Background: an optimization exercise with open tools, aiming at small area, a short achievable clock period and few clock cycles. Do not read the settings as production practice. RTL that was checked went through simulation tests only; none was proved equivalent to the original. The RTL of runs 1 and 2 was laid out without a check of its function. Power and IR drop assume default switching activity.

## design.v

```verilog
module frer_rec (
    input             clk,
    input             rst,
    input             in_valid,
    output reg        in_ready,
    input      [2:0]  in_op,
    input      [1:0]  in_flow,
    input             in_tagged,
    input      [15:0] in_seq,
    input      [31:0] in_now,
    input      [3:0]  in_addr,
    input      [31:0] in_data,
    output reg        out_valid,
    input             out_ready,
    output reg        out_pass,
    output reg [31:0] out_data
);
    localparam OP_FRAME  = 3'd0;
    localparam OP_SWEEP  = 3'd1;
    localparam OP_RRESET = 3'd2;
    localparam OP_PWRITE = 3'd3;
    localparam OP_READ   = 3'd4;
    localparam [2:0] V_PASS    = 3'd0;
    localparam [2:0] V_DUP     = 3'd1;
    localparam [2:0] V_ROGUE   = 3'd2;
    localparam [2:0] V_TL_PASS = 3'd3;
    localparam [2:0] V_TL_DROP = 3'd4;
    localparam [2:0] V_NO_FLOW = 3'd5;
    wire accept = in_valid && in_ready;
    reg        rst_q;
    reg        v1;
    reg [2:0]  op1;
    reg [1:0]  fl1;
    reg        tag1;
    reg [15:0] seq1;
    reg [31:0] now1;
    reg [3:0]  addr1;
    reg [31:0] data1;
    always @(posedge clk) begin
        rst_q <= rst;
        v1    <= accept && !rst;
        op1   <= in_op;
        fl1   <= in_flow;
        tag1  <= in_tagged;
        seq1  <= in_seq;
        now1  <= in_now;
        addr1 <= in_addr;
        data1 <= in_data;
    end
    reg [6:0]  sg_hlen;
    reg        sg_hlen_ok;
    reg        sg_alg, sg_tns, sg_len;
    reg [15:0] sg_rms;
    reg [15:0] sg_lediff;
    reg [2:0]  sg_paths;
    reg [15:0] sg_leper;
    reg [7:0]  sg_lerst;
    reg        p_valid   [0:3];
    reg [6:0]  p_hlen    [0:3];
    reg        p_alg     [0:3];
    reg        p_tns     [0:3];
    reg        p_len     [0:3];
    reg [25:0] p_rlim    [0:3];
    reg [15:0] p_lediff  [0:3];
    reg [2:0]  p_paths   [0:3];
    reg [25:0] p_plim    [0:3];
    reg [7:0]  p_lerst   [0:3];
    reg        s_take    [0:3];
    reg [15:0] s_rcv     [0:3];
    reg [63:0] s_hist    [0:3];
    reg [31:0] s_pass_us [0:3];
    reg [31:0] s_le_acc  [0:3];
    reg [31:0] s_le_t_us [0:3];
    reg [7:0]  s_le_tests[0:3];
    reg        s_latent  [0:3];
    reg        v2;
    reg [3:0]  sel2;          
    reg [1:0]  fl2;
    reg [15:0] seq2;
    reg [31:0] now2;
    reg [2:0]  addr2;
    reg        x_tframe, x_uframe, x_sweep, x_rreset, x_commit, x_read, x_cread, x_frame;
    reg        x_valid, x_alg, x_tns, x_len;
    reg [2:0]  x_paths;
    reg [7:0]  x_lerst_m1;
    reg [15:0] x_lediff;
    reg [6:0]  x_hlen;
    reg [3:0]  x_addr;
    reg [1:0]  x_to;          
    reg [1:0]  x_td;          
    reg [1:0]  x_rogue, x_dle0, x_dzero, x_done;
    reg [5:0]  x_nd0, x_nd1;  
    reg [5:0]  x_dd0, x_dd1;  
    reg [5:0]  x_k0, x_k1;    
    reg        sel_rcv, sel_pass, sel_let;
    reg [31:0] x_rdp;         
    reg        S_take;
    reg [63:0] S_hist;
    reg [31:0] S_acc;
    reg [7:0]  S_tests;
    reg        S_latent;
    reg        n_take;
    reg [63:0] n_hist;
    reg [31:0] n_acc;
    reg [7:0]  n_tests;
    reg        n_latent;
    wire       nx_rcv, nx_pass, nx_let;    
    wire        t_valid   = p_valid[fl1];
    wire [6:0]  t_hlen    = p_hlen[fl1];
    wire        t_alg     = p_alg[fl1];
    wire        t_tns     = p_tns[fl1];
    wire        t_len     = p_len[fl1];
    wire [25:0] t_rlim    = p_rlim[fl1];
    wire [15:0] t_lediff  = p_lediff[fl1];
    wire [2:0]  t_paths   = p_paths[fl1];
    wire [25:0] t_plim    = p_plim[fl1];
    wire [7:0]  t_lerst   = p_lerst[fl1];
    wire        t_take    = s_take[fl1];
    wire [15:0] t_rcv     = s_rcv[fl1];
    wire [63:0] t_hist    = s_hist[fl1];
    wire [31:0] t_pass_us = s_pass_us[fl1];
    wire [31:0] t_acc     = s_le_acc[fl1];
    wire [31:0] t_le_t    = s_le_t_us[fl1];
    wire [7:0]  t_tests   = s_le_tests[fl1];
    wire        t_latent  = s_latent[fl1];
    wire p_frame  = op1 == OP_FRAME;
    wire p_sweep  = op1 == OP_SWEEP;
    wire p_rreset = op1 == OP_RRESET;
    wire p_pwrite = op1 == OP_PWRITE;
    wire p_read   = op1 == OP_READ;
    always @(posedge clk) begin
        if (rst_q || (v1 && p_pwrite && addr1[1:0] == 2'd0)) begin
            sg_hlen    <= rst_q ? 7'd0 : data1[6:0];
            sg_hlen_ok <= !rst_q && data1[10:0] >= 11'd2 && data1[10:0] <= 11'd64;
            sg_alg     <= !rst_q && data1[11];
            sg_tns     <= !rst_q && data1[13];
            sg_len     <= !rst_q && data1[14];
            sg_rms     <= rst_q ? 16'd0 : data1[31:16];
        end
        if (rst_q || (v1 && p_pwrite && addr1[1:0] == 2'd1)) begin
            sg_lediff  <= rst_q ? 16'd0 : data1[15:0];
            sg_paths   <= rst_q ? 3'd0 : data1[18:16];
        end
        if (rst_q || (v1 && p_pwrite && addr1[1:0] == 2'd2)) begin
            sg_leper   <= rst_q ? 16'd0 : data1[15:0];
            sg_lerst   <= rst_q ? 8'd0 : data1[23:16];
        end
    end
    wire commit_ok = sg_hlen_ok && sg_rms != 16'd0 &&
                     (!sg_len || (sg_paths != 3'd0 && sg_leper != 16'd0 && sg_lerst != 8'd0));
    wire p_commit  = p_pwrite && addr1[1:0] == 2'd3 && commit_ok;
    wire [25:0] sg_rlim = {sg_rms, 10'd0} - {6'd0, sg_rms, 4'd0} - {7'd0, sg_rms, 3'd0};
    wire [25:0] sg_plim = {sg_leper, 10'd0} - {6'd0, sg_leper, 4'd0} - {7'd0, sg_leper, 3'd0};
    integer i;
    always @(posedge clk) begin
        for (i = 0; i < 4; i = i + 1) begin
            if (rst_q || (v1 && p_commit && fl1 == i)) begin
                p_valid[i]  <= !rst_q;
                p_hlen[i]   <= rst_q ? 7'd0 : sg_hlen;
                p_alg[i]    <= !rst_q && sg_alg;
                p_tns[i]    <= !rst_q && sg_tns;
                p_len[i]    <= !rst_q && sg_len;
                p_rlim[i]   <= rst_q ? 26'd0 : sg_rlim;
                p_lediff[i] <= rst_q ? 16'd0 : sg_lediff;
                p_paths[i]  <= rst_q ? 3'd0 : sg_paths;
                p_plim[i]   <= rst_q ? 26'd0 : sg_plim;
                p_lerst[i]  <= rst_q ? 8'd0 : sg_lerst;
            end
        end
    end
    wire byp = v2 && fl2 == fl1;
    wire [31:0] nrl  = ~{6'd0, t_rlim};
    wire [31:0] npl  = ~{6'd0, t_plim};
    wire [31:0] sp0  = now1 - t_pass_us;
    wire [31:0] sq0  = now1 + ~t_pass_us + nrl + 32'd1;
    wire [31:0] sp1  = now1 - now2;
    wire [31:0] sq1  = now1 + ~now2 + nrl + 32'd1;
    wire [31:0] tp0  = now1 - t_le_t;
    wire [31:0] tq0  = now1 + ~t_le_t + npl + 32'd2;
    wire [31:0] tq1  = now1 + ~now2 + npl + 32'd2;
    wire [15:0] d0  = seq1 - t_rcv;
    wire [15:0] n0  = t_rcv - seq1;
    wire [15:0] d1  = seq1 - seq2;
    wire [15:0] n1  = seq2 - seq1;
    wire [15:0] f_rcv    = (byp && x_commit) ? 16'd0 : (byp && nx_rcv) ? seq2 : t_rcv;
    wire [31:0] f_passus = (byp && x_commit) ? 32'd0 : (byp && nx_pass) ? now2 : t_pass_us;
    wire [31:0] f_let    = (byp && nx_let) ? now2 : t_le_t;
    reg  [31:0] rd_p;
    always @* begin
        case (addr1[2:0])
            3'd1:    rd_p = {16'd0, f_rcv};
            3'd3:    rd_p = f_passus;
            default: rd_p = f_let;
        endcase
    end
    always @(posedge clk) begin
        v2       <= v1 && !rst;
        sel2     <= {fl1 == 2'd3, fl1 == 2'd2, fl1 == 2'd1, fl1 == 2'd0} & {4{v1 && !rst}};
        fl2      <= fl1;
        seq2     <= seq1;
        now2     <= now1;
        addr2    <= addr1[2:0];
        x_addr   <= addr1;
        x_frame  <= p_frame;
        x_tframe <= p_frame && tag1 && t_valid;
        x_uframe <= p_frame && !tag1 && t_valid;
        x_sweep  <= p_sweep && t_valid;
        x_rreset <= p_rreset && t_valid;
        x_commit <= p_commit;
        x_read   <= p_read;
        x_cread  <= p_read && addr1 <= 4'd8;
        x_valid  <= t_valid;
        x_alg    <= t_alg;
        x_tns    <= t_tns;
        x_len    <= t_len;
        x_paths  <= t_paths;
        x_lerst_m1 <= t_lerst - 8'd1;
        x_lediff <= t_lediff;
        x_hlen   <= t_hlen;
        x_rdp    <= rd_p;
        x_to     <= {!sp1[31] && !sq1[31], !sp0[31] && !sq0[31]};
        x_td     <= {!sp1[31] && !tq1[31], !tp0[31] && !tq0[31]};
        x_rogue  <= {d1[15] ? (n1 >= {9'd0, t_hlen}) : (d1 >= {9'd0, t_hlen}),
                     d0[15] ? (n0 >= {9'd0, t_hlen}) : (d0 >= {9'd0, t_hlen})};
        x_dzero  <= {d1 == 16'd0, d0 == 16'd0};
        x_dle0   <= {d1[15] || d1 == 16'd0, d0[15] || d0 == 16'd0};
        x_done   <= {d1 == 16'd1, d0 == 16'd1};
        x_nd0    <= n0[5:0];
        x_nd1    <= n1[5:0];
        x_dd0    <= d0[5:0];
        x_dd1    <= d1[5:0];
        x_k0     <= t_hlen[5:0] - d0[5:0];
        x_k1     <= t_hlen[5:0] - d1[5:0];
        sel_rcv  <= byp && nx_rcv;
        sel_pass <= byp && nx_pass;
        sel_let  <= byp && nx_let;
        S_take    <= byp ? n_take    : t_take;
        S_hist    <= byp ? n_hist    : t_hist;
        S_acc     <= byp ? n_acc     : t_acc;
        S_tests   <= byp ? n_tests   : t_tests;
        S_latent  <= byp ? n_latent  : t_latent;
    end
    wire        do_steps  = x_tframe || x_sweep;
    wire        timed_out = !S_take && (sel_pass ? x_to[1] : x_to[0]);
    wire        test_due  = x_len && (sel_let ? x_td[1] : x_td[0]);
    wire        take0     = S_take || timed_out;
    wire        rogue     = sel_rcv ? x_rogue[1] : x_rogue[0];
    wire        d_zero    = sel_rcv ? x_dzero[1] : x_dzero[0];
    wire        d_le0     = sel_rcv ? x_dle0[1]  : x_dle0[0];
    wire        d_one     = sel_rcv ? x_done[1]  : x_done[0];
    wire [5:0]  nd        = sel_rcv ? x_nd1 : x_nd0;
    wire [5:0]  dd        = sel_rcv ? x_dd1 : x_dd0;
    wire [5:0]  kk        = sel_rcv ? x_k1  : x_k0;
    wire [63:0] win;          
    wire [63:0] from_k;       
    genvar gj;
    generate
        for (gj = 0; gj < 64; gj = gj + 1) begin : g_win
            assign win[gj]    = gj < x_hlen;
            assign from_k[gj] = gj >= kk;
        end
    endgenerate
    wire        hbit0   = S_hist[x_nd0];
    wire        hbit1   = S_hist[x_nd1];
    wire        hbit    = sel_rcv ? hbit1 : hbit0;
    wire        v_dup   = d_le0 && hbit;
    wire [63:0] h_set   = S_hist | (64'd1 << nd);
    wire [63:0] h_shift = ((S_hist << dd) & win) | 64'd1;
    wire [63:0] h_leave = ~S_hist & win & from_k;
    wire f_pass  = take0 || (x_alg ? !d_zero : (!rogue && !v_dup));
    wire f_dup   = !take0 && (x_alg ? d_zero : (!rogue && v_dup));
    wire f_rogue = !take0 && !x_alg && rogue;
    wire f_adv   = take0 || x_alg || !d_le0;
    wire f_ooo   = !take0 && (x_alg ? (!d_zero && !d_one)
                                    : (!rogue && (d_le0 ? !v_dup : !d_one)));
    wire f_lost  = !take0 && !x_alg && !rogue && !d_le0;
    wire        acc_neg  = S_acc[31];
    wire [31:0] acc_plus = S_acc + {16'd0, x_lediff};
    wire        acc_over = acc_neg ? acc_plus[31] : (S_acc > {16'd0, x_lediff});
    wire        le_test  = do_steps && test_due;
    wire        le_wrap  = le_test && S_tests == x_lerst_m1;
    wire [31:0] acc_p    = S_acc + {29'd0, x_paths};
    wire [31:0] acc_m    = S_acc - 32'd1;
    wire [31:0] sat_p    = (!acc_neg && acc_p[31]) ? 32'h7FFF_FFFF : acc_p;
    wire [31:0] sat_m    = (S_acc[31:1] == 31'h4000_0000) ? 32'h8000_0001 : acc_m;
    wire        acc_step = x_tframe && x_len && !f_rogue;
    assign nx_rcv  = x_tframe && f_pass && f_adv;
    assign nx_pass = x_tframe && f_pass;
    assign nx_let  = le_test || x_commit;
    always @* begin
        n_take    = S_take;
        n_hist    = S_hist;
        n_tests   = S_tests;
        n_latent  = S_latent;
        if (le_test) begin
            n_tests = S_tests + 8'd1;
            if (acc_over) n_latent = 1'b1;
        end
        if (le_wrap) begin
            n_tests  = 8'd0;
            n_latent = 1'b0;
        end
        if (acc_step)
            n_acc = f_pass ? (le_wrap ? {29'd0, x_paths} : sat_p)
                           : (le_wrap ? 32'hFFFF_FFFF : sat_m);
        else if (le_wrap)
            n_acc = 32'd0;
        else
            n_acc = S_acc;
        if (x_rreset || (do_steps && timed_out)) begin
            n_take = 1'b1;
            n_hist = 64'd0;
        end
        if (x_tframe) begin
            n_take = 1'b0;
            if (take0) begin
                if (!x_alg) n_hist = win;
            end else if (!x_alg && !rogue) begin
                if (d_le0) begin
                    if (!v_dup) n_hist = h_set;
                end else begin
                    n_hist = h_shift;
                end
            end
        end
        if (x_commit) begin
            n_take    = 1'b1;
            n_hist    = 64'd0;
            n_acc     = 32'd0;
            n_tests   = 8'd0;
            n_latent  = 1'b0;
        end
    end
    integer w;
    always @(posedge clk) begin
        for (w = 0; w < 4; w = w + 1) begin
            if (rst_q || sel2[w]) begin
                s_take[w]     <= !rst_q && n_take;
                s_hist[w]     <= rst_q ? 64'd0 : n_hist;
                s_le_acc[w]   <= rst_q ? 32'd0 : n_acc;
                s_le_tests[w] <= rst_q ? 8'd0 : n_tests;
                s_latent[w]   <= !rst_q && n_latent;
            end
            if (rst_q || (sel2[w] && (nx_rcv || x_commit)))
                s_rcv[w]     <= (rst_q || x_commit) ? 16'd0 : seq2;
            if (rst_q || (sel2[w] && (nx_pass || x_commit)))
                s_pass_us[w] <= (rst_q || x_commit) ? 32'd0 : now2;
            if (rst_q || (sel2[w] && nx_let))
                s_le_t_us[w] <= rst_q ? 32'd0 : now2;
        end
    end
    wire       flag_r = do_steps && timed_out;
    wire       flag_l = le_test && acc_over;
    reg  [2:0] verdict;
    always @* begin
        if (!x_valid)       verdict = V_NO_FLOW;
        else if (x_uframe)  verdict = x_tns ? V_TL_PASS : V_TL_DROP;
        else if (f_rogue)   verdict = V_ROGUE;
        else if (f_dup)     verdict = V_DUP;
        else                verdict = V_PASS;
    end
    reg [31:0] rd_state;
    always @* begin
        case (addr2)
            3'd1:    rd_state = {x_valid, S_take, S_latent, 13'd0, x_rdp[15:0]};
            3'd2:    rd_state = S_acc;
            3'd5:    rd_state = {24'd0, S_tests};
            3'd6:    rd_state = S_hist[31:0];
            3'd7:    rd_state = S_hist[63:32];
            default: rd_state = x_rdp;
        endcase
    end
    reg [31:0] res2;
    always @* begin
        if (x_frame)             res2 = {27'd0, flag_l, flag_r, verdict};
        else if (x_sweep)        res2 = {27'd0, flag_l, flag_r, 3'd0};
        else if (x_commit)       res2 = 32'd1;
        else if (x_read)         res2 = rd_state;
        else                     res2 = 32'd0;
    end
    reg        v3;
    reg [3:0]  sel3;          
    reg [1:0]  fl3;
    reg        cread3;
    reg [3:0]  addr3;
    reg        pass3;
    reg [31:0] data3;
    reg        clr3;
    reg [7:0]  inc3;          
    reg        lost3;
    reg [31:0] lpc3;          
    integer g, b;
    reg [3:0] pc;
    reg [31:0] lpc;
    always @* begin
        for (g = 0; g < 8; g = g + 1) begin
            pc = 4'd0;
            for (b = 0; b < 8; b = b + 1)
                pc = pc + {3'd0, h_leave[8*g+b]};
            lpc[4*g +: 4] = pc;
        end
    end
    always @(posedge clk) begin
        v3     <= v2 && !rst;
        sel3   <= sel2 & {4{!rst}};
        fl3    <= fl2;
        cread3 <= x_cread;
        addr3  <= x_addr;
        pass3  <= (x_tframe && f_pass) || (x_uframe && x_tns);
        data3  <= res2;
        clr3   <= x_commit;
        inc3   <= {(x_tframe && f_pass) || (x_uframe && x_tns),
                   x_tframe && f_dup,
                   x_tframe && f_ooo,
                   x_tframe && f_rogue,
                   x_uframe,
                   x_rreset || (do_steps && timed_out),
                   le_test && acc_over,
                   le_wrap};
        lost3  <= x_tframe && f_lost;
        lpc3   <= lpc;
    end
    reg [31:0] c_passed  [0:3];
    reg [31:0] c_disc    [0:3];
    reg [31:0] c_ooo     [0:3];
    reg [31:0] c_rogue   [0:3];
    reg [31:0] c_lost    [0:3];
    reg [31:0] c_tagless [0:3];
    reg [31:0] c_resets  [0:3];
    reg [31:0] c_lat_err [0:3];
    reg [31:0] c_lat_rst [0:3];
    wire [31:0] cf_passed  = c_passed[fl3];
    wire [31:0] cf_disc    = c_disc[fl3];
    wire [31:0] cf_ooo     = c_ooo[fl3];
    wire [31:0] cf_rogue   = c_rogue[fl3];
    wire [31:0] cf_lost    = c_lost[fl3];
    wire [31:0] cf_tagless = c_tagless[fl3];
    wire [31:0] cf_resets  = c_resets[fl3];
    wire [31:0] cf_lat_err = c_lat_err[fl3];
    wire [31:0] cf_lat_rst = c_lat_rst[fl3];
    wire [6:0] lost_sum = {3'd0, lpc3[3:0]}   + {3'd0, lpc3[7:4]}   +
                          {3'd0, lpc3[11:8]}  + {3'd0, lpc3[15:12]} +
                          {3'd0, lpc3[19:16]} + {3'd0, lpc3[23:20]} +
                          {3'd0, lpc3[27:24]} + {3'd0, lpc3[31:28]};
    wire [6:0] lost_add = lost3 ? lost_sum : 7'd0;
    integer l;
    always @(posedge clk) begin
        for (l = 0; l < 4; l = l + 1) begin
            if (rst_q || (sel3[l] && clr3))
                c_lost[l] <= 32'd0;
            else
                c_lost[l] <= c_lost[l] + {25'd0, sel3[l] ? lost_add : 7'd0};
        end
    end
    wire        c_clr = rst_q || clr3;
    wire [31:0] nc_passed  = c_clr ? 32'd0 : cf_passed  + {31'd0, inc3[7]};
    wire [31:0] nc_disc    = c_clr ? 32'd0 : cf_disc    + {31'd0, inc3[6]};
    wire [31:0] nc_ooo     = c_clr ? 32'd0 : cf_ooo     + {31'd0, inc3[5]};
    wire [31:0] nc_rogue   = c_clr ? 32'd0 : cf_rogue   + {31'd0, inc3[4]};
    wire [31:0] nc_tagless = c_clr ? 32'd0 : cf_tagless + {31'd0, inc3[3]};
    wire [31:0] nc_resets  = c_clr ? 32'd0 : cf_resets  + {31'd0, inc3[2]};
    wire [31:0] nc_lat_err = c_clr ? 32'd0 : cf_lat_err + {31'd0, inc3[1]};
    wire [31:0] nc_lat_rst = c_clr ? 32'd0 : cf_lat_rst + {31'd0, inc3[0]};
    integer j;
    always @(posedge clk) begin
        for (j = 0; j < 4; j = j + 1) begin
            if (rst_q || sel3[j]) begin
                c_passed[j]  <= nc_passed;
                c_disc[j]    <= nc_disc;
                c_ooo[j]     <= nc_ooo;
                c_rogue[j]   <= nc_rogue;
                c_tagless[j] <= nc_tagless;
                c_resets[j]  <= nc_resets;
                c_lat_err[j] <= nc_lat_err;
                c_lat_rst[j] <= nc_lat_rst;
            end
        end
    end
    reg [31:0] rd_cnt;
    always @* begin
        case (addr3)
            4'd0:    rd_cnt = cf_passed;
            4'd1:    rd_cnt = cf_disc;
            4'd2:    rd_cnt = cf_ooo;
            4'd3:    rd_cnt = cf_rogue;
            4'd4:    rd_cnt = cf_lost;
            4'd5:    rd_cnt = cf_tagless;
            4'd6:    rd_cnt = cf_resets;
            4'd7:    rd_cnt = cf_lat_err;
            default: rd_cnt = cf_lat_rst;
        endcase
    end
    wire [32:0] res3 = {pass3, cread3 ? rd_cnt : data3};
    reg [32:0] q0, q1, q2, q3;
    reg [1:0]  q_rd, q_wr;
    reg [2:0]  q_n;
    reg [2:0]  tok;                   
    wire deliver  = out_valid && out_ready;
    wire out_free = !out_valid || out_ready;
    wire q_empty  = q_n == 3'd0;
    wire q_pop    = out_free && !q_empty;
    wire q_push   = v3 && !(out_free && q_empty);
    reg [32:0] q_head;
    always @* begin
        case (q_rd)
            2'd0: q_head = q0;
            2'd1: q_head = q1;
            2'd2: q_head = q2;
            default: q_head = q3;
        endcase
    end
    wire [2:0] tok_n = tok + {2'd0, accept} - {2'd0, deliver};
    always @(posedge clk) begin
        if (rst) begin
            out_valid <= 1'b0;
            q_rd      <= 2'd0;
            q_wr      <= 2'd0;
            q_n       <= 3'd0;
            tok       <= 3'd0;
            in_ready  <= 1'b1;
        end else begin
            tok      <= tok_n;
            in_ready <= tok_n < 3'd5;
            if (out_free) begin
                if (!q_empty) begin
                    out_valid <= 1'b1;
                    {out_pass, out_data} <= q_head;
                end else if (v3) begin
                    out_valid <= 1'b1;
                    {out_pass, out_data} <= res3;
                end else begin
                    out_valid <= 1'b0;
                end
            end
            if (q_push) q_wr <= q_wr + 2'd1;
            if (q_pop)  q_rd <= q_rd + 2'd1;
            q_n <= q_n + {2'd0, q_push} - {2'd0, q_pop};
        end
        if (q_push && q_wr == 2'd0) q0 <= res3;
        if (q_push && q_wr == 2'd1) q1 <= res3;
        if (q_push && q_wr == 2'd2) q2 <= res3;
        if (q_push && q_wr == 2'd3) q3 <= res3;
    end
endmodule
```

## flow/run.sh

```bash
#!/bin/bash
# Standard layout, with timing repair aiming for extra setup slack.
set -euo pipefail
MARGIN=$(cat flow/margin.txt)
sed "s/\"\\\${@:-finish}\"/SETUP_SLACK_MARGIN=$MARGIN \"\${@:-finish}\"/" standard.sh > standard_margin.sh
grep -q "SETUP_SLACK_MARGIN=$MARGIN" standard_margin.sh
bash standard_margin.sh > make_finish.log 2>&1
```

## flow/margin.txt

```
10
```

## standard.sh

```bash
#!/bin/bash
# synth_recipe.tcl (not shown) runs the flow's synth.tcl, then flattens the netlist and writes it again
# the make line also repeats each setting of config.mk as NAME=value (left out here)
make -C /OpenROAD-flow-scripts/flow DESIGN_CONFIG=/design/flow/config.mk WORK_HOME=/design/flow/orfs CLKGATE_MAP_FILE= SYNTH_SCRIPT=/design/flow/synth_recipe.tcl "${@:-finish}"
```

## config.mk

```make
export PLATFORM = sky130hd
export DESIGN_NAME = frer_rec
export DESIGN_NICKNAME = frer_rec
export VERILOG_FILES = /design/flow/design.v
export SDC_FILE = /design/flow/constraint.sdc
export NUM_CORES = 4
export LEC_CHECK = 0
export CAP_MARGIN = 20
export CORE_MARGIN = 2
export CORE_UTILIZATION = 40
export SLEW_MARGIN = 20
```

## constraint.sdc

```tcl
create_clock -name core_clock -period 15.0 [get_ports {clk}]
set_input_delay 3.0000 -clock core_clock [delete_from_list [all_inputs] [get_ports {clk}]]
set_output_delay 3.0000 -clock core_clock [all_outputs]
set_load 0.01 [all_outputs]
```

==> results of run 1 <==
logic make-up (layout without fill, tap and decap cells):
logic type	after synthesis	after routing	share of synthesized area
muxes	852	852	0.114
adders and majority gates	669	669	0.0642
and+or+nand+nor	2929	2929	0.0936
AOI/OAI and AO/OA	2153	2153	0.0976
buffers and inverters	1214	1652	0.0349
other	0	21	0
xor gates and xnor gates	500	500	0.0300
DFF	2949	2949	0.565
metal layers:
layer,wire length (um),global-route usage,part of all wire,vias to the layer above
met1,208000,0.358,0.40,51400
li1,-,-,-,43000
met4,32200,0.147,0.063,24
met3,38600,0.0477,0.075,1051
met5,147,0,0.00029,-
met2,236000,0.428,0.46,4507
cell usage after synthesis, types with 133 or more instances:
cell type	instances	share of area
a21o_1	157	0.0081
a21oi_1	594	0.020
clkbuf_1	429	0.011
dfxtp_1	610	0.084
edfxtp_1	2339	0.48
fa_1	133	0.018
ha_1	536	0.046
inv_1	554	0.014
mux2i_1	166	0.011
mux4_2	550	0.085
nand2_1	700	0.018
nand3_1	228	0.0078
nor2_1	1010	0.026
nor2b_1	193	0.0083
nor3_1	213	0.0073
o21ai_0	395	0.014
xnor2_1	223	0.013
xor2_1	277	0.017
area by class of cell:
type | count | share of cell area
tap | 4794 | 0.0362
clock buffer | 416 | 0.0526
sequential | 2949 | 0.497
timing repair buffer | 498 | 0.0272
inverter | 559 | 0.0127
multi-input combinational | 7103 | 0.362
antenna | 21 | 0.000317
clock inverter | 179 | 0.0118
worst register-to-register path, delay by kind of cell (launching register included):
family | cells | cell delay, ns
DFF | 1 | 0.32
and+or+nand+nor | 4 | 0.71
buffers and inverters | 6 | 0.51
adders and majority gates | 6 | 2.77
AOI/OAI and AO/OA | 5 | 0.93
where the power goes:
group / internal (mW) / switching (mW)
clock network: 4.66 / 3.34
logic: 2.26 / 4.09
registers: 9.70 / 0.383
total: 16.6 / 7.81
path summary, 6_finish.rpt:
check | to | slack (ns) | cells after the start
max | c_lost[2][30]$_SDFF_PP0_ | 9.74 | 21
min | cread3$_DFF_P_ | 0.33 | 0
max reg2reg | c_lost[2][30]$_SDFF_PP0_ | 9.74 | 21
min reg2reg | cread3$_DFF_P_ | 0.33 | 0
what timing repair did:
item                       4_1_cts  5_1_grt
cloned                           2        2
gates resized for setup        153      181
pin swaps                       83       72
setup endpoints to repair     1053      486
buffers inserted                44       28
==> key figures, run 1 <==
Yosys
  – #FFs+latches synth: around 3,000
  – Synth unique cells: 107
  – Post-Syn Area: ~0.15 mm2
  – Ys Warns: 28
  – Syn_nets: around 12,000
  – Async S/R FF share, synth: 0
  – Avg Inst Size Synth: about 13 um2
  – Main synth FF type: edfxtp_1
  – Sequential fraction of the synthesis area: 0.565
  – Syn Inst Count: approximately 11,000
  – Number of synthesized flops with an enable pin: about 2,300

Setup path
  – Origin of the worst setup path: lpc3[23]$_DFF_P_
  – RR Startpoint: lpc3[23]$_DFF_P_
  – CP endpoint kind: register
  – Max stage delay on crit path: between 0.5 and 0.6 ns
  – Delay-heaviest family, CP: adder cells
  – Worst setup SP type: register
  – Worst-path fanout max: 6
  – Slowest stage cell on the critical path: fa_1
  – WP data arrival: 6.12 ns
  – Crit path buf inv count: 6
  – Crit path cell chain: inv_2, fa_1, inv_2, fa_1, fa_1, inv_2, fa_1, inv_2, fa_2, buf_4, a21o_1, a21oi_2, nor2b_2, and2_1, ha_4, o21ai_2, a2111oi_4, buf_6, nand2_8, or3_1, a21oi_2
  – Crit Path Class: register to register
  – CP Data Required Time: between 15 and 20 ns

Outcome
  – Outcome: finished clean

Drt
  – Via/cell ratio: between 6 and 7
  – Average wire per standard cell: approximately 31 um
  – Routed Antenna Nets: 0
  – Via count: approximately 100,000
  – DR pass1 iterations: 8
  – Number of remaining DRC errors: 0
  – WL final: 515,000 um
  – Initial drt markers: 11,500

STA
  – Worst slew margin: 0.101
  – RSZ-0062 raised after global routing: yes
  – Final setup vio count: 0
  – Worst-margin pin slew: 1.34 ns
  – Setup TNS: 0 ns
  – Fin crit period: roughly 5.3 ns
  – Max Clock Skew: 0.0661 ns
  – Slew Limit Fails: 0
  – Tcrit/Tclk final: 0.351
  – Crit path setup slack, layout: about 10 ns
  – Final hold violation count: 0
  – Max Clock Freq: 190 MHz
  – Hold_ws: 0.330 ns

Placement
  – Dpl hpwl: ~360,000 um
  – Area after DPL: about 0.15 mm2
  – DP Cell Count: about 16,000
  – Dpl ws: roughly 9.0 ns
  – Routability congestion estimate: 1.03
  – PortBufs: 128

CTS
  – TritonCTS clock tree: built
  – Hold buffer count at CTS: 0
  – Root buf cell: clkbuf_16
  – TritonCTS Sinks: between 2,000 and 3,000
  – CTS Buf Count: roughly 320
  – Clock-pin slew on the worst setup and hold paths: 0.06 ns
  – Later-pin clock latency in the skew report: roughly 0.93 ns
  – Clock Path Buffers: 4
  – CTS H-Tree Depth: 5

Layout
  – Util after Layout: 0.458
  – Fin cells: about 17,000
  – Final nets: approximately 12,000
  – Most frequent cells in the layout: edfxtp_1, nor2_1, nand2_1, dfxtp_1, a21oi_1
  – Fraction of layout cells with a size suffix above 1: 0.157
  – Layout area overhead: 13.7%
  – Most common cell after layout, fill and taps aside: edfxtp_1
  – Register area: 0.0825 mm2
  – # fillers: between 30,000 and 40,000
  – Max reg flops: ~260
  – Biggest register: s_hist
  – Area occupied by multi-input gates: between 0.06 and 0.07 mm2
  – Design area: roughly 0.17 mm2

Floorplanning
  – Initial Util: 0.402
  – I/O pins: 129
  – Site Rows: 221
  – Die Y: between 600 and 700 um
  – Die area: around 0.37 mm2
  – Die width: just over 600 um
  – CORE AREA: approximately 0.36 mm2

Global routing
  – All-Layer GR Usage: 0.272
  – Initial antenna violation count: 48
  – First-pass GRT wire length: approximately 730,000 um
  – Largest net degree at the start of global routing: between 100 and 150
  – Vias in the first global route: 98,400
  – GRT overflow: 0

Power and ir drop
  – Lkg Pwr: just over 60 nW
  – Max VDD drop: roughly 0.00023 V
  – Design Power: 24.4 mW
  – Pwr per Cell Area: approximately 150 mW/mm2

Hold path
  – Hold Crit Class: register to register
  – Hold Startpoint: x_cread$_DFF_P_

Flow run
  – Maxcap violations: 0
==> run 2: changes to the inputs <==
--- a/design.v
+++ b/design.v
@@ -27,6 +27,50 @@
     localparam [2:0] V_TL_DROP = 3'd4;
     localparam [2:0] V_NO_FLOW = 3'd5;
     wire accept = in_valid && in_ready;
+    function msb32(input [31:0] a, input [31:0] b, input [31:0] c, input cin, input cin2);
+        reg [31:0] x, y, g, p, gn, pn;
+        integer st, k;
+        begin
+            x = a ^ b ^ c;
+            y = {(a[30:0] & b[30:0]) | (a[30:0] & c[30:0]) | (b[30:0] & c[30:0]), cin};
+            g = x & y;
+            p = x ^ y;
+            g[0] = g[0] | (p[0] & cin2);
+            for (st = 1; st < 32; st = st * 2) begin
+                gn = g;
+                pn = p;
+                for (k = st; k < 32; k = k + 1) begin
+                    gn[k] = g[k] | (p[k] & g[k-st]);
+                    pn[k] = p[k] & p[k-st];
+                end
+                g = gn;
+                p = pn;
+            end
+            msb32 = x[31] ^ y[31] ^ g[30];
+        end
+    endfunction
+    function msb16(input [15:0] a, input [15:0] b, input [15:0] c, input cin, input cin2);
+        reg [15:0] x, y, g, p, gn, pn;
+        integer st, k;
+        begin
+            x = a ^ b ^ c;
+            y = {(a[14:0] & b[14:0]) | (a[14:0] & c[14:0]) | (b[14:0] & c[14:0]), cin};
+            g = x & y;
+            p = x ^ y;
+            g[0] = g[0] | (p[0] & cin2);
+            for (st = 1; st < 16; st = st * 2) begin
+                gn = g;
+                pn = p;
+                for (k = st; k < 16; k = k + 1) begin
+                    gn[k] = g[k] | (p[k] & g[k-st]);
+                    pn[k] = p[k] & p[k-st];
+                end
+                g = gn;
+                p = pn;
+            end
+            msb16 = x[15] ^ y[15] ^ g[14];
+        end
+    endfunction
     reg        rst_q;
     reg        v1;
     reg [2:0]  op1;
@@ -36,6 +80,7 @@
     reg [31:0] now1;
     reg [3:0]  addr1;
     reg [31:0] data1;
+    reg        byp;           
     always @(posedge clk) begin
         rst_q <= rst;
         v1    <= accept && !rst;
@@ -46,6 +91,7 @@
         now1  <= in_now;
         addr1 <= in_addr;
         data1 <= in_data;
+        byp   <= v1 && !rst && in_flow == fl1;
     end
     reg [6:0]  sg_hlen;
     reg        sg_hlen_ok;
@@ -168,20 +214,26 @@
             end
         end
     end
-    wire byp = v2 && fl2 == fl1;
     wire [31:0] nrl  = ~{6'd0, t_rlim};
     wire [31:0] npl  = ~{6'd0, t_plim};
-    wire [31:0] sp0  = now1 - t_pass_us;
-    wire [31:0] sq0  = now1 + ~t_pass_us + nrl + 32'd1;
+    wire        sp0  = msb32(now1, ~t_pass_us, 32'd0, 1'b1, 1'b0);
+    wire        sq0  = msb32(now1, ~t_pass_us, nrl, 1'b1, 1'b0);
     wire [31:0] sp1  = now1 - now2;
     wire [31:0] sq1  = now1 + ~now2 + nrl + 32'd1;
-    wire [31:0] tp0  = now1 - t_le_t;
-    wire [31:0] tq0  = now1 + ~t_le_t + npl + 32'd2;
+    wire        tp0  = msb32(now1, ~t_le_t, 32'd0, 1'b1, 1'b0);
+    wire        tq0  = msb32(now1, ~t_le_t, npl, 1'b1, 1'b1);
     wire [31:0] tq1  = now1 + ~now2 + npl + 32'd2;
     wire [15:0] d0  = seq1 - t_rcv;
     wire [15:0] n0  = t_rcv - seq1;
     wire [15:0] d1  = seq1 - seq2;
     wire [15:0] n1  = seq2 - seq1;
+    wire [15:0] nh  = ~{9'd0, t_hlen};
+    wire [15:0] seq1_m1 = seq1 - 16'd1;
+    wire        d0_neg  = msb16(seq1, ~t_rcv, 16'd0, 1'b1, 1'b0);
+    wire        d0_ge   = !msb16(seq1, ~t_rcv, nh, 1'b1, 1'b1);
+    wire        n0_ge   = !msb16(t_rcv, ~seq1, nh, 1'b1, 1'b1);
+    wire        d0_zero = seq1 == t_rcv;
+    wire        d0_one  = seq1_m1 == t_rcv;
     wire [15:0] f_rcv    = (byp && x_commit) ? 16'd0 : (byp && nx_rcv) ? seq2 : t_rcv;
     wire [31:0] f_passus = (byp && x_commit) ? 32'd0 : (byp && nx_pass) ? now2 : t_pass_us;
     wire [31:0] f_let    = (byp && nx_let) ? now2 : t_le_t;
@@ -218,13 +270,13 @@
         x_lediff <= t_lediff;
         x_hlen   <= t_hlen;
         x_rdp    <= rd_p;
-        x_to     <= {!sp1[31] && !sq1[31], !sp0[31] && !sq0[31]};
-        x_td     <= {!sp1[31] && !tq1[31], !tp0[31] && !tq0[31]};
+        x_to     <= {!sp1[31] && !sq1[31], !sp0 && !sq0};
+        x_td     <= {!sp1[31] && !tq1[31], !tp0 && !tq0};
         x_rogue  <= {d1[15] ? (n1 >= {9'd0, t_hlen}) : (d1 >= {9'd0, t_hlen}),
-                     d0[15] ? (n0 >= {9'd0, t_hlen}) : (d0 >= {9'd0, t_hlen})};
-        x_dzero  <= {d1 == 16'd0, d0 == 16'd0};
-        x_dle0   <= {d1[15] || d1 == 16'd0, d0[15] || d0 == 16'd0};
-        x_done   <= {d1 == 16'd1, d0 == 16'd1};
+                     d0_neg ? n0_ge : d0_ge};
+        x_dzero  <= {d1 == 16'd0, d0_zero};
+        x_dle0   <= {d1[15] || d1 == 16'd0, d0_neg || d0_zero};
+        x_done   <= {d1 == 16'd1, d0_one};
         x_nd0    <= n0[5:0];
         x_nd1    <= n1[5:0];
         x_dd0    <= d0[5:0];
@@ -253,11 +305,25 @@
     wire [5:0]  kk        = sel_rcv ? x_k1  : x_k0;
     wire [63:0] win;          
     wire [63:0] from_k;       
-    genvar gj;
+    wire [8:0]  wa_lt, wa_eq;     
+    wire [7:0]  wb_lt;            
+    wire [7:0]  ka_gt, ka_eq;     
+    wire [7:0]  kb_ge;            
+    genvar gj, ga, gb;
     generate
+        for (ga = 0; ga < 9; ga = ga + 1) begin : g_wa
+            assign wa_lt[ga] = ga < x_hlen[6:3];
+            assign wa_eq[ga] = ga == x_hlen[6:3];
+        end
+        for (gb = 0; gb < 8; gb = gb + 1) begin : g_wb
+            assign wb_lt[gb] = gb < x_hlen[2:0];
+            assign kb_ge[gb] = gb >= kk[2:0];
+            assign ka_gt[gb] = gb > kk[5:3];
+            assign ka_eq[gb] = gb == kk[5:3];
+        end
         for (gj = 0; gj < 64; gj = gj + 1) begin : g_win
-            assign win[gj]    = gj < x_hlen;
-            assign from_k[gj] = gj >= kk;
+            assign win[gj]    = wa_lt[gj/8] || (wa_eq[gj/8] && wb_lt[gj%8]);
+            assign from_k[gj] = ka_gt[gj/8] || (ka_eq[gj/8] && kb_ge[gj%8]);
         end
     endgenerate
     wire        hbit0   = S_hist[x_nd0];
@@ -443,13 +509,22 @@
                           {3'd0, lpc3[19:16]} + {3'd0, lpc3[23:20]} +
                           {3'd0, lpc3[27:24]} + {3'd0, lpc3[31:28]};
     wire [6:0] lost_add = lost3 ? lost_sum : 7'd0;
+    function [31:0] lost_next(input [31:0] c, input [6:0] a);
+        reg [7:0]  lo;
+        reg [24:0] hi1;
+        begin
+            lo  = {1'b0, c[6:0]} + {1'b0, a};
+            hi1 = c[31:7] + 25'd1;
+            lost_next = {lo[7] ? hi1 : c[31:7], lo[6:0]};
+        end
+    endfunction
     integer l;
     always @(posedge clk) begin
         for (l = 0; l < 4; l = l + 1) begin
             if (rst_q || (sel3[l] && clr3))
                 c_lost[l] <= 32'd0;
-            else
-                c_lost[l] <= c_lost[l] + {25'd0, sel3[l] ? lost_add : 7'd0};
+            else if (sel3[l])
+                c_lost[l] <= lost_next(c_lost[l], lost_add);
         end
     end
     wire        c_clr = rst_q || clr3;
--- a/config.mk
+++ b/config.mk
@@ -8,4 +8,6 @@
 export CAP_MARGIN = 20
 export CORE_MARGIN = 2
 export CORE_UTILIZATION = 40
+export CTS_BUF_LIST = sky130_fd_sc_hd__clkbuf_8
+export CTS_CLUSTER_SIZE = 20
 export SLEW_MARGIN = 20
==> key figures, run 2 <==
Outcome
  – Outcome: finished clean (unchanged)

Hold path
  – Hold Startpoint: fl2[1]$_DFF_P_ (was x_cread$_DFF_P_)
  – Min-Delay Path Depth: 0 (unchanged)
  – Hold Crit Class: register to register (unchanged)

Setup path
  – R2r setup slk: 9.76 ns (was 9.74 ns)
  – Origin of the worst setup path: lpc3[14]$_DFF_P_ (was lpc3[23]$_DFF_P_)
  – R2R depth: 20 (was 21)
  – Delay-heaviest family, CP: adder cells (unchanged)
  – Critical path depth: 20 (was 21)
  – RR Startpoint: lpc3[14]$_DFF_P_ (was lpc3[23]$_DFF_P_)
  – Crit Path Class: register to register (unchanged)
  – Max stage delay on crit path: 0.55 ns (was 0.54 ns)
  – CP endpoint kind: register (unchanged)
  – Worst path most repeated cell: fa_1
  – CP Data Required Time: 15.99 ns (was 15.86 ns)
  – Slowest stage cell on the critical path: fa_1 (unchanged)
  – Crit path cell chain: inv_2, fa_1, inv_2, fa_1, fa_1, fa_1, ha_2, fa_2, and2_4, buf_6, ha_4, inv_4, o21bai_4, a21oi_4, o21bai_4, a21oi_4, or4_4, nor3_2, xnor2_1, nor2_1 (was inv_2, fa_1, inv_2, fa_1, fa_1, inv_2, fa_1, inv_2, fa_2, buf_4, a21o_1, a21oi_2, nor2b_2, and2_1, ha_4, o21ai_2, a2111oi_4, buf_6, nand2_8, or3_1, a21oi_2)
  – WP data arrival: 6.24 ns (was 6.12 ns)
  – Worst setup SP type: register (unchanged)
  – Crit path buf inv count: 4 (was 6)
  – Worst-path fanout max: 7 (was 6)

STA
  – Tcrit/Tclk final: 0.350 (was 0.351)
  – Max Clock Skew: 0.141 ns (was 0.0661 ns)
  – Setup TNS: 0 ns (unchanged)
  – Slew Limit Fails: 0 (unchanged)
  – Final setup vio count: 0 (unchanged)
  – Hold_ws: 0.325 ns (was 0.330 ns)
  – Final hold violation count: 0 (unchanged)
  – Worst slew margin: 0.116 (was 0.101)
  – RSZ-0062 raised after global routing: yes (unchanged)
  – Fin crit period: 5.24 ns (was 5.26 ns)
  – Max Clock Freq: 191 MHz (was 190 MHz)
  – Worst-margin pin slew: 1.32 ns (was 1.34 ns)

Placement
  – PortBufs: 128 (unchanged)
  – Area after DPL: 0.154 mm2 (was 0.153 mm2)
  – Dpl hpwl: 354,000 um (was 362,000 um)
  – Routability congestion estimate: 1.05 (was 1.03)

Power and ir drop
  – Logic gate share of total power: 0.270 (was 0.260)
  – Lkg Pwr: 63.2 nW (was 61.6 nW)
  – Internal power: 15.6 mW (was 16.6 mW)
  – Sequential Power Share: 0.430 (was 0.413)
  – Clk pwr share: 0.301 (was 0.327)
  – Pwr per Cell Area: 142 mW/mm2 (was 147 mW/mm2)
  – Switching Share: 0.337 (was 0.320)
  – Net switching power: 7.94 mW (was 7.81 mW)
  – Design Power: 23.5 mW (was 24.4 mW)
  – Max VDD drop: 0.000130 V (was 0.000230 V)

Drt
  – Number of remaining DRC errors: 0 (unchanged)
  – Initial drt markers: 10,800 (was 11,500)
  – Via count: 101,000 (was 99,900)
  – Average wire per standard cell: 30.2 um (was 31.2 um)
  – Via/cell ratio: 5.99 (was 6.05)
  – WL final: 511,000 um (was 515,000 um)
  – Routed Antenna Nets: 0 (unchanged)
  – DR pass1 iterations: 6 (was 8)

Yosys
  – Main synth FF type: edfxtp_1 (unchanged)
  – Avg Inst Size Synth: 13.0 um2 (was 12.9 um2)
  – Commonest cells post-synth: edfxtp_1, nor2_1, nand2_1, ha_1 (was edfxtp_1, nor2_1, nand2_1, dfxtp_1, a21oi_1)
  – Most common cell in the netlist: edfxtp_1 (unchanged)
  – Ys Warns: 28 (unchanged)
  – Yosys top cell by area: edfxtp_1 (unchanged)
  – Async S/R FF share, synth: 0 (unchanged)
  – Sequential fraction of the synthesis area: 0.561 (was 0.565)
  – Yosys top cell area share: 0.478 (was 0.482)
  – Ranking of synthesized cells by area: edfxtp_1, mux4_2, dfxtp_1 (unchanged)
  – Number of synthesized flops with an enable pin: 2,339 (unchanged)
  – #FFs+latches synth: 2,950 (was 2,949)
  – Post-Syn Area: 0.147 mm2 (was 0.146 mm2)
  – Synth unique cells: 93 (was 107)
  – Syn Inst Count: 11,300 (about the same)
  – Syn_nets: 12,200 (was 12,000)

Layout
  – Design area: 0.166 mm2 (about the same)
  – Fraction of layout cells with a size suffix above 1: 0.167 (was 0.157)
  – Max reg flops: 256 (unchanged)
  – Most common cell after layout, fill and taps aside: edfxtp_1 (unchanged)
  – Final nets: 12,500 (was 12,200)
  – Layout area overhead: 13.1% (was 13.7%)
  – Biggest register: s_hist (unchanged)
  – Most frequent cells in the layout: edfxtp_1, nor2_1, inv_1, nand2_1, ha_1 (was edfxtp_1, nor2_1, nand2_1, dfxtp_1, a21oi_1)

Floorplanning
  – Die width: 610 um (was 608 um)
  – Initial Util: 0.402 (about the same)
  – Die area: 0.372 mm2 (was 0.369 mm2)
  – CORE AREA: 0.366 mm2 (was 0.363 mm2)
  – I/O pins: 129 (unchanged)
  – Site Rows: 222 (was 221)
  – Die Y: 610 um (was 608 um)

Global routing
  – First-pass GRT wire length: 728,000 um (was 729,000 um)
  – GRT overflow: 0 (unchanged)
  – All-Layer GR Usage: 0.268 (was 0.272)
  – Vias in the first global route: 101,000 (was 98,400)
  – Largest net degree at the start of global routing: 158 (was 146)
  – Initial antenna violation count: 34 (was 48)

CTS
  – Later-pin clock latency in the skew report: 1.21 ns (was 0.93 ns)
  – Root buf cell: clkbuf_8 (was clkbuf_16)
  – CTS Buf Count: 481 (was 322)
  – Clock-pin slew on the worst setup and hold paths: 0.06 ns (about the same)
  – TritonCTS clock tree: built (unchanged)
  – Clock Path Buffers: 4 (unchanged)
  – Hold buffer count at CTS: 0 (unchanged)
  – CTS H-Tree Depth: 5 (unchanged)
  – TritonCTS Sinks: 2,950 (was 2,949)

Flow run
  – Maxcap violations: 0 (unchanged)
## run 2: changes by cell type in the layout (fill, tap and decap cells not counted), moves of 35 or more
cell	previous run	this run
mux4_2	550	611
inv_1	534	735
ha_1	518	616
a211oi_1	65	125
mux2i_1	160	239
clkbuf_16	328	1
dlygate4sd2_1	0	35
clkbuf_1	67	0
mux4_1	66	0
clkbuf_8	24	533
xnor2_1	210	254
nor2_1	965	888
## run 2: path summary, 6_finish.rpt
| check | endpoint |
|---|---|
| worst min register to register | fl3[1]$_DFF_P_ |
| worst min-delay path | fl3[1]$_DFF_P_ |
| worst max register to register | c_lost[0][26]$_SDFFE_PP0P_ |
| worst max-delay path | c_lost[0][26]$_SDFFE_PP0P_ |
## run 2: layout make-up
| class | count | area (um2) |
|---|---|---|
| Antenna cell | 35 | 87.6 |
| Clock buffer | 533 | 7340 |
| Clock inverter | 371 | 2400 |
| Fill cell | 32700 | 200000 |
| Inverter | 599 | 2270 |
| Multi-Input combinational cell | 7117 | 61000 |
| Sequential cell | 2950 | 82500 |
| Tap cell | 4816 | 6030 |
| Timing Repair Buffer | 490 | 4550 |
## run 2: what timing repair did
item                                    4_1_cts  5_1_grt
pin swaps                                    91       75
cloned                                        5        2
endpoints found under the setup margin      822      298
hold endpoints to repair                      0        0
setup buffers                                46       29
resized for setup                           214      153
## run 2: logic make-up (layout without fill, tap and decap cells)
| group | after synthesis | count (layout) | synth area share |
|---|---|---|---|
| AOI/OAI and AO/OA | 2115 | 2115 | 0.0955 |
| DFF | 2950 | 2950 | 0.561 |
| and+or+nand+nor | 2793 | 2793 | 0.0894 |
| other | 0 | 35 | 0 |
| adders and majority gates | 780 | 780 | 0.0740 |
| buffers and inverters | 1254 | 1993 | 0.0346 |
| muxes | 911 | 911 | 0.115 |
| xor gates and xnor gates | 518 | 518 | 0.0309 |
## run 2: stage by stage
| step | util | worst slack [ns] | cells |
|---|---|---|---|
| 4_1_cts | 0.451 | 9.75 | 16800 |
| 6_report | 0.454 | 9.76 | 16900 |
| 5_1_grt | 0.454 | 9.62 | 16900 |
| 3_3_place_gp | 0.421 | 8.56 | 15900 |
| 3_5_place_dp | 0.421 | 8.45 | 15900 |
| 2_1_floorplan | - | 9.98 | 11300 |
## run 2: worst reg2reg max path, stage by stage (launching register included)
cell and delay, ns:
dfxtp_2 0.32, inv_2 0.04, fa_1 0.55, inv_2 0.06, fa_1 0.53, fa_1 0.44, fa_1 0.51, ha_2 0.19
fa_2 0.45, and2_4 0.20, buf_6 0.14, ha_4 0.27, inv_4 0.04, o21bai_4 0.13, a21oi_4 0.08, o21bai_4 0.21
a21oi_4 0.11, or4_4 0.53, nor3_2 0.17, xnor2_1 0.14, nor2_1 0.05
## run 2: metal layers
| metal | share of wire | track usage | vias to the layer above |
|---|---|---|---|
| met5 | 0.00025 | 0 | - |
| met4 | 0.060 | 0.139 | 18 |
| met3 | 0.073 | 0.0471 | 1271 |
| met2 | 0.47 | 0.434 | 4770 |
| met1 | 0.40 | 0.345 | 51800 |
| li1 | - | - | 43500 |
## run 2: power by group through the flow
stage	registers [mW]	logic [mW]	clock network (mW)
5_1_grt	10.2	6.74	7.57
2_1_floorplan	10.1	3.76	0
3_3_place_gp	10.2	6.04	0
4_1_cts	10.1	6.16	7.21
3_5_place_dp	10.3	6.09	0
6_report	10.1	6.35	7.08
==> run 3: changes to the inputs <==
--- a/design.v
+++ b/design.v
@@ -94,13 +94,13 @@
         byp   <= v1 && !rst && in_flow == fl1;
     end
     reg [6:0]  sg_hlen;
-    reg        sg_hlen_ok;
     reg        sg_alg, sg_tns, sg_len;
     reg [15:0] sg_rms;
     reg [15:0] sg_lediff;
     reg [2:0]  sg_paths;
     reg [15:0] sg_leper;
     reg [7:0]  sg_lerst;
+    reg        sg_ok0, sg_ok1, sg_ok2;    
     reg        p_valid   [0:3];
     reg [6:0]  p_hlen    [0:3];
     reg        p_alg     [0:3];
@@ -124,7 +124,6 @@
     reg [1:0]  fl2;
     reg [15:0] seq2;
     reg [31:0] now2;
-    reg [2:0]  addr2;
     reg        x_tframe, x_uframe, x_sweep, x_rreset, x_commit, x_read, x_cread, x_frame;
     reg        x_valid, x_alg, x_tns, x_len;
     reg [2:0]  x_paths;
@@ -177,23 +176,24 @@
     always @(posedge clk) begin
         if (rst_q || (v1 && p_pwrite && addr1[1:0] == 2'd0)) begin
             sg_hlen    <= rst_q ? 7'd0 : data1[6:0];
-            sg_hlen_ok <= !rst_q && data1[10:0] >= 11'd2 && data1[10:0] <= 11'd64;
             sg_alg     <= !rst_q && data1[11];
             sg_tns     <= !rst_q && data1[13];
             sg_len     <= !rst_q && data1[14];
             sg_rms     <= rst_q ? 16'd0 : data1[31:16];
+            sg_ok0     <= !rst_q && data1[10:0] >= 11'd2 && data1[10:0] <= 11'd64 && data1[31:16] != 16'd0;
         end
         if (rst_q || (v1 && p_pwrite && addr1[1:0] == 2'd1)) begin
             sg_lediff  <= rst_q ? 16'd0 : data1[15:0];
             sg_paths   <= rst_q ? 3'd0 : data1[18:16];
+            sg_ok1     <= !rst_q && data1[18:16] != 3'd0;
         end
         if (rst_q || (v1 && p_pwrite && addr1[1:0] == 2'd2)) begin
             sg_leper   <= rst_q ? 16'd0 : data1[15:0];
             sg_lerst   <= rst_q ? 8'd0 : data1[23:16];
+            sg_ok2     <= !rst_q && data1[15:0] != 16'd0 && data1[23:16] != 8'd0;
         end
     end
-    wire commit_ok = sg_hlen_ok && sg_rms != 16'd0 &&
-                     (!sg_len || (sg_paths != 3'd0 && sg_leper != 16'd0 && sg_lerst != 8'd0));
+    wire commit_ok = sg_ok0 && (!sg_len || (sg_ok1 && sg_ok2));
     wire p_commit  = p_pwrite && addr1[1:0] == 2'd3 && commit_ok;
     wire [25:0] sg_rlim = {sg_rms, 10'd0} - {6'd0, sg_rms, 4'd0} - {7'd0, sg_rms, 3'd0};
     wire [25:0] sg_plim = {sg_leper, 10'd0} - {6'd0, sg_leper, 4'd0} - {7'd0, sg_leper, 3'd0};
@@ -251,7 +251,6 @@
         fl2      <= fl1;
         seq2     <= seq1;
         now2     <= now1;
-        addr2    <= addr1[2:0];
         x_addr   <= addr1;
         x_frame  <= p_frame;
         x_tframe <= p_frame && tag1 && t_valid;
@@ -330,7 +329,6 @@
     wire        hbit1   = S_hist[x_nd1];
     wire        hbit    = sel_rcv ? hbit1 : hbit0;
     wire        v_dup   = d_le0 && hbit;
-    wire [63:0] h_set   = S_hist | (64'd1 << nd);
     wire [63:0] h_shift = ((S_hist << dd) & win) | 64'd1;
     wire [63:0] h_leave = ~S_hist & win & from_k;
     wire f_pass  = take0 || (x_alg ? !d_zero : (!rogue && !v_dup));
@@ -353,9 +351,34 @@
     assign nx_rcv  = x_tframe && f_pass && f_adv;
     assign nx_pass = x_tframe && f_pass;
     assign nx_let  = le_test || x_commit;
+    wire h_zero  = x_commit || x_rreset || (do_steps && timed_out);
+    wire h_win   = !x_commit && x_tframe && !x_alg && take0;
+    wire h_set   = !x_commit && x_tframe && !x_alg && !take0 && !rogue && d_le0 && !hbit;
+    wire h_shft  = !x_commit && x_tframe && !x_alg && !take0 && !rogue && !d_le0;
+    wire h_keep  = !h_zero && !h_win && !h_shft;       
+    wire [63:0] nd_bit = 64'd1 << nd;
+    always @* begin
+        n_hist = ({64{h_win}}  & win) |
+                 ({64{h_shft}} & h_shift) |
+                 ({64{h_keep}} & S_hist) |
+                 ({64{h_set}}  & nd_bit);
+    end
+    wire a_pass  = !x_commit && acc_step && f_pass;
+    wire a_dup   = !x_commit && acc_step && !f_pass;
+    wire a_p     = a_pass && !le_wrap;
+    wire a_m     = a_dup && !le_wrap;
+    wire a_pw    = a_pass && le_wrap;
+    wire a_mw    = a_dup && le_wrap;
+    wire a_keep  = !x_commit && !acc_step && !le_wrap;
+    always @* begin
+        n_acc = ({32{a_p}}    & sat_p) |
+                ({32{a_m}}    & sat_m) |
+                ({32{a_pw}}   & {29'd0, x_paths}) |
+                {32{a_mw}} |
+                ({32{a_keep}} & S_acc);
+    end
     always @* begin
         n_take    = S_take;
-        n_hist    = S_hist;
         n_tests   = S_tests;
         n_latent  = S_latent;
         if (le_test) begin
@@ -366,33 +389,12 @@
             n_tests  = 8'd0;
             n_latent = 1'b0;
         end
-        if (acc_step)
-            n_acc = f_pass ? (le_wrap ? {29'd0, x_paths} : sat_p)
-                           : (le_wrap ? 32'hFFFF_FFFF : sat_m);
-        else if (le_wrap)
-            n_acc = 32'd0;
-        else
-            n_acc = S_acc;
-        if (x_rreset || (do_steps && timed_out)) begin
+        if (x_rreset || (do_steps && timed_out))
             n_take = 1'b1;
-            n_hist = 64'd0;
-        end
-        if (x_tframe) begin
+        if (x_tframe)
             n_take = 1'b0;
-            if (take0) begin
-                if (!x_alg) n_hist = win;
-            end else if (!x_alg && !rogue) begin
-                if (d_le0) begin
-                    if (!v_dup) n_hist = h_set;
-                end else begin
-                    n_hist = h_shift;
-                end
-            end
-        end
         if (x_commit) begin
             n_take    = 1'b1;
-            n_hist    = 64'd0;
-            n_acc     = 32'd0;
             n_tests   = 8'd0;
             n_latent  = 1'b0;
         end
@@ -427,7 +429,7 @@
     end
     reg [31:0] rd_state;
     always @* begin
-        case (addr2)
+        case (x_addr[2:0])
             3'd1:    rd_state = {x_valid, S_take, S_latent, 13'd0, x_rdp[15:0]};
             3'd2:    rd_state = S_acc;
             3'd5:    rd_state = {24'd0, S_tests};
@@ -504,16 +506,29 @@
     wire [31:0] cf_resets  = c_resets[fl3];
     wire [31:0] cf_lat_err = c_lat_err[fl3];
     wire [31:0] cf_lat_rst = c_lat_rst[fl3];
-    wire [6:0] lost_sum = {3'd0, lpc3[3:0]}   + {3'd0, lpc3[7:4]}   +
-                          {3'd0, lpc3[11:8]}  + {3'd0, lpc3[15:12]} +
-                          {3'd0, lpc3[19:16]} + {3'd0, lpc3[23:20]} +
-                          {3'd0, lpc3[27:24]} + {3'd0, lpc3[31:28]};
-    wire [6:0] lost_add = lost3 ? lost_sum : 7'd0;
-    function [31:0] lost_next(input [31:0] c, input [6:0] a);
-        reg [7:0]  lo;
+    function [13:0] csa7(input [6:0] a, input [6:0] b, input [6:0] c);
+        begin
+            csa7[6:0]  = a ^ b ^ c;
+            csa7[13:7] = {(a[5:0] & b[5:0]) | (a[5:0] & c[5:0]) | (b[5:0] & c[5:0]), 1'b0};
+        end
+    endfunction
+    wire [6:0]  ln0 = {3'd0, lpc3[3:0]},   ln1 = {3'd0, lpc3[7:4]};
+    wire [6:0]  ln2 = {3'd0, lpc3[11:8]},  ln3 = {3'd0, lpc3[15:12]};
+    wire [6:0]  ln4 = {3'd0, lpc3[19:16]}, ln5 = {3'd0, lpc3[23:20]};
+    wire [6:0]  ln6 = {3'd0, lpc3[27:24]}, ln7 = {3'd0, lpc3[31:28]};
+    wire [13:0] lc1 = csa7(ln0, ln1, ln2);
+    wire [13:0] lc2 = csa7(ln3, ln4, ln5);
+    wire [13:0] lc3 = csa7(lc1[6:0], lc1[13:7], lc2[6:0]);
+    wire [13:0] lc4 = csa7(lc2[13:7], ln6, ln7);
+    wire [13:0] lc5 = csa7(lc3[6:0], lc3[13:7], lc4[6:0]);
+    wire [13:0] lc6 = csa7(lc5[6:0], lc5[13:7], lc4[13:7]);
+    wire [6:0]  lost_s = lost3 ? lc6[6:0]  : 7'd0;
+    wire [6:0]  lost_c = lost3 ? lc6[13:7] : 7'd0;
+    function [31:0] lost_next(input [31:0] c, input [6:0] s, input [6:0] k);
+        reg [8:0]  lo;
         reg [24:0] hi1;
         begin
-            lo  = {1'b0, c[6:0]} + {1'b0, a};
+            lo  = {2'd0, c[6:0]} + {2'd0, s} + {2'd0, k};
             hi1 = c[31:7] + 25'd1;
             lost_next = {lo[7] ? hi1 : c[31:7], lo[6:0]};
         end
@@ -524,7 +539,7 @@
             if (rst_q || (sel3[l] && clr3))
                 c_lost[l] <= 32'd0;
             else if (sel3[l])
-                c_lost[l] <= lost_next(c_lost[l], lost_add);
+                c_lost[l] <= lost_next(c_lost[l], lost_s, lost_c);
         end
     end
     wire        c_clr = rst_q || clr3;
@@ -570,11 +585,17 @@
     reg [1:0]  q_rd, q_wr;
     reg [2:0]  q_n;
     reg [2:0]  tok;                   
-    wire deliver  = out_valid && out_ready;
-    wire out_free = !out_valid || out_ready;
-    wire q_empty  = q_n == 3'd0;
-    wire q_pop    = out_free && !q_empty;
-    wire q_push   = v3 && !(out_free && q_empty);
+    wire q_empty = q_n == 3'd0;
+    wire popR    = !q_empty;
+    wire pushR   = v3 && !q_empty;
+    wire popN    = !out_valid && !q_empty;
+    wire pushN   = v3 && !(!out_valid && q_empty);
+    wire [2:0] qnR = q_n + {2'd0, pushR} - {2'd0, popR};
+    wire [2:0] qnN = q_n + {2'd0, pushN} - {2'd0, popN};
+    wire q_push  = out_ready ? pushR : pushN;
+    wire q_pop   = out_ready ? popR : popN;
+    wire out_free = out_ready || !out_valid;
+    wire out_load = !q_empty || v3;
     reg [32:0] q_head;
     always @* begin
         case (q_rd)
@@ -584,7 +605,13 @@
             default: q_head = q3;
         endcase
     end
-    wire [2:0] tok_n = tok + {2'd0, accept} - {2'd0, deliver};
+    wire [32:0] out_next = q_empty ? res3 : q_head;
+    wire [2:0] tok_p = tok + 3'd1;
+    wire [2:0] tok_m = tok - 3'd1;
+    wire       acc_r = in_valid && in_ready;
+    wire       dlv_r = out_valid && out_ready;
+    wire [2:0] tok_n = (acc_r == dlv_r) ? tok : acc_r ? tok_p : tok_m;
+    wire       rdy_n = (acc_r == dlv_r) ? (tok < 3'd5) : acc_r ? (tok_p < 3'd5) : (tok_m < 3'd5);
     always @(posedge clk) begin
         if (rst) begin
             out_valid <= 1'b0;
@@ -595,22 +622,13 @@
             in_ready  <= 1'b1;
         end else begin
             tok      <= tok_n;
-            in_ready <= tok_n < 3'd5;
-            if (out_free) begin
-                if (!q_empty) begin
-                    out_valid <= 1'b1;
-                    {out_pass, out_data} <= q_head;
-                end else if (v3) begin
-                    out_valid <= 1'b1;
-                    {out_pass, out_data} <= res3;
-                end else begin
-                    out_valid <= 1'b0;
-                end
-            end
+            in_ready <= rdy_n;
+            if (out_free) out_valid <= out_load;
             if (q_push) q_wr <= q_wr + 2'd1;
             if (q_pop)  q_rd <= q_rd + 2'd1;
-            q_n <= q_n + {2'd0, q_push} - {2'd0, q_pop};
+            q_n <= out_ready ? qnR : qnN;
         end
+        if (out_free && out_load) {out_pass, out_data} <= out_next;
         if (q_push && q_wr == 2'd0) q0 <= res3;
         if (q_push && q_wr == 2'd1) q1 <= res3;
         if (q_push && q_wr == 2'd2) q2 <= res3;
==> flow/run.sh (replaced) <==
#!/bin/bash
# The standard layout (standard.sh), with two changes passed to ORFS
# through the environment: timing repair aims for extra setup slack
# (flow/margin.txt, ns) and clock tree synthesis takes the options in
# flow/cts_args.txt. make's full output goes to make_finish.log; ORFS
# keeps each step's own log under orfs/logs.
set -euo pipefail
export SETUP_SLACK_MARGIN="$(cat flow/margin.txt)"
if [[ -s flow/cts_args.txt ]]; then
  export CTS_ARGS="$(cat flow/cts_args.txt)"
fi
bash standard.sh > make_finish.log 2>&1
==> flow/cts_args.txt (new file) <==
-sink_clustering_enable -repair_clock_nets -dont_use_dummy_load -buf_list sky130_fd_sc_hd__clkbuf_8 -sink_clustering_size 14 -sink_clustering_max_diameter 60
==> flow/margin.txt (replaced) <==
9.8
--- a/config.mk
+++ b/config.mk
@@ -8,6 +8,4 @@
 export CAP_MARGIN = 20
 export CORE_MARGIN = 2
 export CORE_UTILIZATION = 40
-export CTS_BUF_LIST = sky130_fd_sc_hd__clkbuf_8
-export CTS_CLUSTER_SIZE = 20
 export SLEW_MARGIN = 20
==> key figures, run 3 <==
Drt
  – Via/cell ratio: 5.86 (was 5.99)
  – Via count: 91,400 (was 101,000)
  – Number of remaining DRC errors: 0 (unchanged)
  – Initial drt markers: 10,200 (was 10,800)
  – Average wire per standard cell: 28.7 um (was 30.2 um)
  – WL final: 449,000 um (was 511,000 um)

Yosys
  – Syn_nets: 11,600 (was 12,200)
  – Yosys top cell area share: 0.489 (was 0.478)
  – Ys Warns: 28 (unchanged)
  – Post-Syn Area: 0.144 mm2 (was 0.147 mm2)
  – Syn Inst Count: 10,700 (was 11,300)
  – Yosys top cell by area: edfxtp_1 (unchanged)
  – Number of synthesized flops with an enable pin: 2,341 (was 2,339)
  – Avg Inst Size Synth: 13.5 um2 (was 13.0 um2)
  – Sequential fraction of the synthesis area: 0.574 (was 0.561)
  – Async S/R FF share, synth: 0 (unchanged)

Power and ir drop
  – Logic gate share of total power: 0.261 (was 0.270)
  – Design Power: 19.5 mW (was 23.5 mW)
  – Net switching power: 6.25 mW (was 7.94 mW)
  – Pwr per Cell Area: 125 mW/mm2 (was 142 mW/mm2)
  – Max VDD drop: 0.0000876 V (was 0.000130 V)
  – Switching Share: 0.320 (was 0.337)

Setup path
  – Worst setup SP type: register (unchanged)
  – CP Data Required Time: 16.00 ns (was 15.99 ns)
  – Critical path depth: 19 (was 20)
  – Slowest stage cell on the critical path: fa_1 (unchanged)
  – RR Startpoint: lpc3[14]$_DFF_P_ (unchanged)

Floorplanning
  – Die Y: 604 um (was 610 um)
  – Site Rows: 220 (was 222)
  – Die width: 604 um (was 610 um)
  – Die area: 0.364 mm2 (was 0.372 mm2)

STA
  – Final setup vio count: 0 (unchanged)
  – RSZ-0062 raised after global routing: yes (unchanged)
  – Final hold violation count: 0 (unchanged)

CTS
  – Later-pin clock latency in the skew report: 1.13 ns (was 1.21 ns)
  – TritonCTS clock tree: built (unchanged)
  – Clock-pin slew on the worst setup and hold paths: 0.09 ns (was 0.06 ns)

Placement
  – DP Cell Count: 15,300 (was 15,900)
  – Dpl hpwl: 317,000 um (was 354,000 um)
  – Routability congestion estimate: 0.978 (was 1.05)

Global routing
  – First-pass GRT wire length: 645,000 um (was 728,000 um)
  – Initial antenna violation count: 23 (was 34)

Hold path
  – Min-Delay Path Depth: 0 (unchanged)

Flow run
  – Maxcap violations: 0 (unchanged)

Layout
  – Area occupied by multi-input gates: 0.0576 mm2 (was 0.0610 mm2)
  – # fillers: 32,600 (was 32,700)
  – Final nets: 11,700 (was 12,500)
  – Biggest register: s_hist (unchanged)

Outcome
  – Outcome: finished clean (unchanged)
==> run 3: cell count changes in the layout (fill, tap and decap cells not counted), sizes merged, moves of 77 or more <==
cell	previous run	this run
clkbuf	534	293
clkinv	168	1
inv	771	637
a21oi	584	455
buf	358	244
nand2	673	596
==> run 3: final cells by class <==
type,instances,area share
Sequential cell,2952,0.529
Timing Repair Buffer,377,0.0225
Tap cell,4773,0.0383
Multi-Input combinational cell,6565,0.369
Antenna cell,15,0.000241
Inverter,638,0.0154
Clock buffer,290,0.0256
==> run 3: per-stage QoR <==
step / hold WS, ns / instance area [um2] / util / worst slack [ns]
global placement: 0.311 / 151000 / 0.421 / 8.98
global route: 0.324 / 156000 / 0.435 / 9.64
CTS: 0.329 / 155000 / 0.433 / 9.74
floorplan: 0.310 / 144000 / - / 9.80
finish: 0.329 / 156000 / 0.435 / 9.90
detailed placement: 0.312 / 151000 / 0.421 / 8.94
==> run 3: power groups by stage <==
stage	registers [mW]	clock network, mW	logic [mW]
final	10.1	4.31	5.09
after global routing	10.2	4.71	5.50
after CTS	10.1	4.44	5.02
after detailed placement	10.3	0	4.95
after global placement	10.3	0	4.89
after floorplan	10.1	0	3.14
==> run 3: kinds of logic after synthesis <==
logic type	share of synthesized area
buffers and inverters	0.0329
adders and majority gates	0.0773
and+or+nand+nor	0.0845
muxes	0.122
DFF	0.574
xor gates and xnor gates	0.0298
AOI/OAI and AO/OA	0.0798
==> run 3: how the worst max path moves through the flow <==
stage                                start                         end  slack, ns
after global placement     lpc3[2]$_DFF_P_  c_lost[3][30]$_SDFFE_PP0P_       8.98
after floorplan            lpc3[3]$_DFF_P_  c_lost[0][26]$_SDFFE_PP0P_       9.80
final                     lpc3[14]$_DFF_P_  c_lost[1][29]$_SDFFE_PP0P_       9.90
after CTS                 lpc3[13]$_DFF_P_  c_lost[2][26]$_SDFFE_PP0P_       9.74
after detailed placement   lpc3[2]$_DFF_P_  c_lost[3][26]$_SDFFE_PP0P_       8.94
after global routing       lpc3[3]$_DFF_P_  c_lost[1][26]$_SDFFE_PP0P_       9.64
==> run 3: what timing repair did <==
item,in CTS,in global routing
setup endpoints to repair,875,239
buffers inserted,13,26
cloned,2,3
pin swaps,20,46
resized for setup,107,93
==> run 3: routing by layer <==
metal	up-vias	share of wire	wire (um)	track usage
met4	6	0.037	16600	0.0794
li1	40100	-	-	-
met5	-	0.000089	40	0
met1	46800	0.42	190000	0.332
met2	3684	0.47	211000	0.391
met3	723	0.069	31100	0.0361
Testbench counts of run 3, summed over its fixed seeds: cycles 24,729.
